From an optimization exercise on the open Yosys and OpenROAD flow, aimed at small area, a short achievable clock period and few clock cycles; shortcuts taken in it are not production practice. RTL that was checked went through simulation tests only; none was proved equivalent to the original. Power is estimated from default activity; no workload was simulated.

## lane_fold
module lane_fold (
    input  wire        clk,
    input  wire        rst,
    input  wire        in_valid,
    output wire        in_ready,
    input  wire        in_first,
    input  wire [47:0] in_s,
    input  wire [7:0]  in_ea,
    input  wire [7:0]  in_eb,
    input  wire [9:0]  in_anchor,
    output reg         out_valid,
    output reg  [47:0] out_acc,
    output reg         out_sticky,
    output reg         out_loss,
    output reg         out_sat
);
Size in the first run: roughly 2100 cells after synthesis, roughly 180 flip-flops, about 130 I/O pins, about 16000 um^2 of cells after synthesis.
clock: 20.0 ns
lec_check: 0
cap_margin: 30
core_margin: 2
core_utilization: 40
slew_margin: 30
synth_hierarchical: 1
standard.sh (not shown) runs the stock make flow with config.mk's settings and CLKGATE_MAP_FILE= SYNTH_SCRIPT=/design/flow/synth_recipe.tcl, a recipe that flattens the netlist after the stock synthesis.
==> flow/flow/run.sh <==
#!/bin/bash
# The standard layout, except that the port buffers are buf_1 (inputs) and
# buf_2 (outputs) instead of the resizer's default delay buffer.
set -euo pipefail
here=$(pwd)
bash standard.sh DONT_BUFFER_PORTS=1 PRE_GLOBAL_PLACE_TCL="$here/flow/ports.tcl" finish > "$here/standard.log" 2>&1
==> flow/flow/ports.tcl <==
# every input and output port gets a buffer, as buffer_ports does by default
buffer_ports -inputs -buffer_cell sky130_fd_sc_hd__buf_1
buffer_ports -outputs -buffer_cell sky130_fd_sc_hd__buf_2
Edit:
==> flow/run.sh (new file) <==
#!/bin/bash
# synth_recipe.tcl (not shown) runs the flow's synth.tcl, then flattens the netlist and writes it again
# the make line also repeats each setting of config.mk as NAME=value (left out here)
make -C /OpenROAD-flow-scripts/flow DESIGN_CONFIG=/design/flow/config.mk WORK_HOME=/design/flow/orfs CLKGATE_MAP_FILE= SYNTH_SCRIPT=/design/flow/synth_recipe.tcl finish
removed: flow/flow/run.sh
removed: flow/flow/ports.tcl
removed: flow/standard.sh
Outcome: Design area grows by 7.6%. Critical path depth increases by 1. Final cell count went up by 5.1%. Area after synthesis stays the same. Maximum frequency goes up by 12%. Sequential power is lower by 6.4%. Routed wire length decreases by 2.8%. First-iteration DRC count falls by 4.1%. Total power climbs by 2.9%.
Function was not checked in any run of this note: the RTL went through the layout flow alone.

Another version of the RTL of lane_fold (not shown whole).
Size: roughly 1700 cells after synthesis, roughly 130 I/O pins, ~14000 sq um of cells after synthesis.
Settings: LEC_CHECK=0, CAP_MARGIN=15, CORE_MARGIN=2, CORE_UTILIZATION=60, CTS_BUF_LIST=sky130_fd_sc_hd__clkbuf_8, SLEW_MARGIN=15, SYNTH_HIERARCHICAL=1; clock period 20.0 ns.
==> flow/flow/run.sh <==
#!/bin/bash
# The standard layout, except that:
# - buffer_ports gives every input and output port a buf_2 (inputs then
#   become buf_1) instead of the resizer's default delay buffer;
# - the resizer's setup repair aims at a slack margin of SETUP_MARGIN ns, so
#   that it works on paths longer than (period - margin) while the clock and
#   the constraints stay those of the design.
set -euo pipefail
here=$(pwd)
SETUP_MARGIN=${SETUP_MARGIN:-15.15}
bash standard.sh "BUFFER_PORTS_ARGS=-buffer_cell sky130_fd_sc_hd__buf_2" \
    PRE_RESIZE_TCL="$here/flow/inbuf.tcl" \
    SETUP_SLACK_MARGIN=$SETUP_MARGIN finish > "$here/standard.log" 2>&1
==> flow/flow/inbuf.tcl <==
# The input port buffers drive a single register or gate each: use buf_1
# for them instead of the buf_2 that buffer_ports put on every port.
foreach inst [[ord::get_db_block] getInsts] {
  if {[regexp {^input[0-9]+$} [$inst getName]] &&
      [[$inst getMaster] getName] eq "sky130_fd_sc_hd__buf_2"} {
    replace_cell [sta::find_instance [$inst getName]] sky130_fd_sc_hd__buf_1
  }
}
Testbench counts at the start, summed over its fixed seeds: cycles 480,024.
Edit:
--- a/flow/flow/run.sh
+++ b/flow/flow/run.sh
@@ -9,3 +9,3 @@
 here=$(pwd)
-SETUP_MARGIN=${SETUP_MARGIN:-15.15}
+SETUP_MARGIN=${SETUP_MARGIN:-15}
 bash standard.sh "BUFFER_PORTS_ARGS=-buffer_cell sky130_fd_sc_hd__buf_2" \
CAP_MARGIN = 5   (was 15)
SLEW_MARGIN = 5   (was 15)
After rerunning:
- The changed run finished with timing, DRC and antenna clean
- synthesized area does not change
- critical path depth is unchanged
- clock skew stays flat
- worst setup slack barely changes
- register-to-register slack is better by 0.09 ns
- maximum frequency hardly moves
- clock-buffer cell count is unchanged
- global-route usage goes down by 0.66 points
- routed wire length shrinks by 3.9%
- design area goes down by 3.3%
- sequential share of layout area goes up by 0.48 points
Edit:
==> flow/flow/run.sh (replaced) <==
#!/bin/bash
# The standard layout, except that buffer_ports gives every input and output
# port a buf_2 (inputs then become buf_1) instead of the resizer's default
# delay buffer.
set -euo pipefail
here=$(pwd)
bash standard.sh "BUFFER_PORTS_ARGS=-buffer_cell sky130_fd_sc_hd__buf_2" \
    PRE_RESIZE_TCL="$here/flow/inbuf.tcl" finish > "$here/standard.log" 2>&1
CAP_MARGIN = 15   (was 5)
SLEW_MARGIN = 15   (was 5)
- The new run completed with no timing, DRC or antenna violations
- cell count stays flat
- routed wire length is lower slightly
- sequential power stays flat
- non-clock buffer count is lower by 6
Edit:
==> flow/flow/run.sh (replaced) <==
#!/bin/bash
# The standard layout, except that:
# - buffer_ports gives every input and output port a buf_2 (inputs then
#   become buf_1) instead of the resizer's default delay buffer;
# - the resizer's setup repair aims at a slack margin of SETUP_MARGIN ns, so
#   that it works on paths longer than (period - margin) while the clock and
#   the constraints stay those of the design.
set -euo pipefail
here=$(pwd)
SETUP_MARGIN=${SETUP_MARGIN:-15}
bash standard.sh "BUFFER_PORTS_ARGS=-buffer_cell sky130_fd_sc_hd__buf_2" \
    PRE_RESIZE_TCL="$here/flow/inbuf.tcl" \
    SETUP_SLACK_MARGIN=$SETUP_MARGIN finish > "$here/standard.log" 2>&1
Result:
- The new run completed without violations
- power went up by 1.3%
- synthesized area is unchanged
- final area came out higher by about 1.2%
- worst setup slack gets better by 0.62 ns
- cell count barely changes
- count of clock-buffer cells in the layout stays the same
- first-iteration DRC count rises by 12%

Setup of the baseline:
lane_fold, a different RTL version from the one above (not shown whole).
Size: ~1700 cells after synthesis, roughly 14000 µm² of cells after synthesis.
clock: 20.0 ns
lec_check: 0
cap_margin: 30
core_margin: 2
core_utilization: 40
slew_margin: 30
synth_hierarchical: 1
==> flow/flow/run.sh <==
#!/bin/bash
# The standard layout, except that the port buffers are buf_1 (inputs) and
# buf_2 (outputs) instead of the resizer's default delay buffer.
set -euo pipefail
here=$(pwd)
bash standard.sh DONT_BUFFER_PORTS=1 PRE_GLOBAL_PLACE_TCL="$here/flow/ports.tcl" finish > "$here/standard.log" 2>&1
==> flow/flow/ports.tcl <==
# every input and output port gets a buffer, as buffer_ports does by default
buffer_ports -inputs -buffer_cell sky130_fd_sc_hd__buf_1
buffer_ports -outputs -buffer_cell sky130_fd_sc_hd__buf_2
Setup changes, the baseline to the candidate
==> flow/flow/run.sh <==
#!/bin/bash
# The standard layout, except that:
# - the port buffers are buf_1 (inputs) and buf_2 (outputs) instead of the
#   resizer's default delay buffer (every port still gets its buffer);
# - the resizer's setup repair aims at a slack margin of SETUP_MARGIN ns, so
#   that it works on paths longer than (period - margin) while the clock and
#   the constraints stay those of the design.
set -euo pipefail
here=$(pwd)
SETUP_MARGIN=${SETUP_MARGIN:-15}
bash standard.sh DONT_BUFFER_PORTS=1 PRE_GLOBAL_PLACE_TCL="$here/flow/ports.tcl" \
    SETUP_SLACK_MARGIN=$SETUP_MARGIN finish > "$here/standard.log" 2>&1
- Between the baseline and the candidate, the count of fill cells added during filler insertion does not differ in any meaningful way.
- Worst setup path startpoint = s2_first: the baseline; worst setup path startpoint = out_acc[47]: the candidate
- Re clock period minus worst slack: the candidate is 110 ps down on the baseline.
- The baseline → the candidate: utilization neither gained nor lost much, internal power component picked up an extra 0.0049 mW, area occupied by multi-input gates neither gained nor lost much.
- There was hardly any difference in power share of the combinational group between the baseline and the candidate.
- Summary of the candidate over the baseline: net switching power was more or less identical, power share of the sequential group was more or less identical, fraction of final layout cells sized beyond drive strength 1 was more or less identical, sequential power was more or less identical.
No run of this note included a check of the RTL's function; only the layout flow was run.

oak:
Another version of the RTL of lane_fold (not shown whole).
For scale: ~1800 cells after synthesis, ~180 flip-flops, about 130 I/O pins, ~0.014 sq mm of cells after synthesis.
Settings: LEC_CHECK=0, CAP_MARGIN=15, CORE_MARGIN=2, CORE_UTILIZATION=65, CTS_BUF_LIST=sky130_fd_sc_hd__clkbuf_8, SLEW_MARGIN=15, SYNTH_HIERARCHICAL=1; clock period 20.0 ns.
==> flow/flow/run.sh <==
#!/bin/bash
# The standard layout, except that:
# - buffer_ports gives every input and output port a buf_2 (inputs then
#   become buf_1) instead of the resizer's default delay buffer;
# - the resizer's setup repair aims at a slack margin of SETUP_MARGIN ns, so
#   that it works on paths longer than (period - margin) while the clock and
#   the constraints stay those of the design.
set -euo pipefail
here=$(pwd)
SETUP_MARGIN=${SETUP_MARGIN:-15}
bash standard.sh "BUFFER_PORTS_ARGS=-buffer_cell sky130_fd_sc_hd__buf_2" \
    PRE_RESIZE_TCL="$here/flow/inbuf.tcl" \
    SETUP_SLACK_MARGIN=$SETUP_MARGIN finish > "$here/standard.log" 2>&1
Scripts as last shown in full above: flow/flow/inbuf.tcl
oak: flow completed, timing, DRC and antenna clean
Edits applied to the flow inputs when going from oak to pine:
# oak
export LEC_CHECK = 0
export CAP_MARGIN = 15
export CORE_MARGIN = 2
export CORE_UTILIZATION = 65
export CTS_BUF_LIST = sky130_fd_sc_hd__clkbuf_8
export SLEW_MARGIN = 15
export SYNTH_HIERARCHICAL = 1
create_clock -name core_clock -period 20.0 [get_ports {clk}]
# pine
export LEC_CHECK = 0
export CAP_MARGIN = 15
export CORE_MARGIN = 2
export CORE_UTILIZATION = 60
export CTS_BUF_LIST = sky130_fd_sc_hd__clkbuf_8
export SLEW_MARGIN = 15
export SYNTH_HIERARCHICAL = 1
create_clock -name core_clock -period 20.0 [get_ports {clk}]
==> run summary <==
pine: full flow OK, the timing, design-rule and antenna checks passed. oak consumes less power than pine. In the tables for oak and pine, total routing resource utilization after global routing reads higher with oak. Delta (pine minus oak): clock share of power shows an increase of 0.2 points; utilization down 5.7 points; routing usage on met3 fell by 2.8 points; wire length of the first global-routing pass went down by 0.82%.
No functional check of the RTL was part of any run of this note.

port drivers added, routing unchanged:
The results above use ideal ports. As a check the final layouts listed here were re-extracted and re-timed, cells and wires unchanged.
Step 1, drivers: a clkbuf_16 drives clk and a buf_2 each remaining input, both assumed.
Step 2 times the ports against the registers' clock, not the clock port: input delays grow and output delays shrink by t, the midpoint of the rising clock arrivals with the driver on.
Three values: no drivers, after step 1, after step 2; two values: the first two.
run | t, ns | setup WS [ns] | worst setup path at the end
the first run of note 1 | 0.547 | 13.796 / 13.796 / 13.796 | register to register
the second run of note 1 | 0.524 | 14.459 / 14.459 / 14.459 | register to register
the first run of note 2 | 0.529 | 15.020 / 14.973 / 15.113 | input to register
the second run of note 2 | 0.532 | 15.020 / 14.969 / 15.111 | input to register
the third run of note 2 | 0.534 | 14.396 / 14.396 / 14.396 | register to register
the fourth run of note 2 | 0.532 | 15.018 / 14.968 / 15.111 | input to register
the baseline | 0.516 | 14.954 / 14.954 / 14.954 | register to register
the candidate | 0.516 | 15.067 / 15.012 / 15.215 | input to register
oak | 0.532 | 15.026 / 14.978 / 15.068 | register to register
pine | 0.522 | 15.023 / 14.980 / 15.087 | register to register
After both steps every run listed still meets setup and hold.
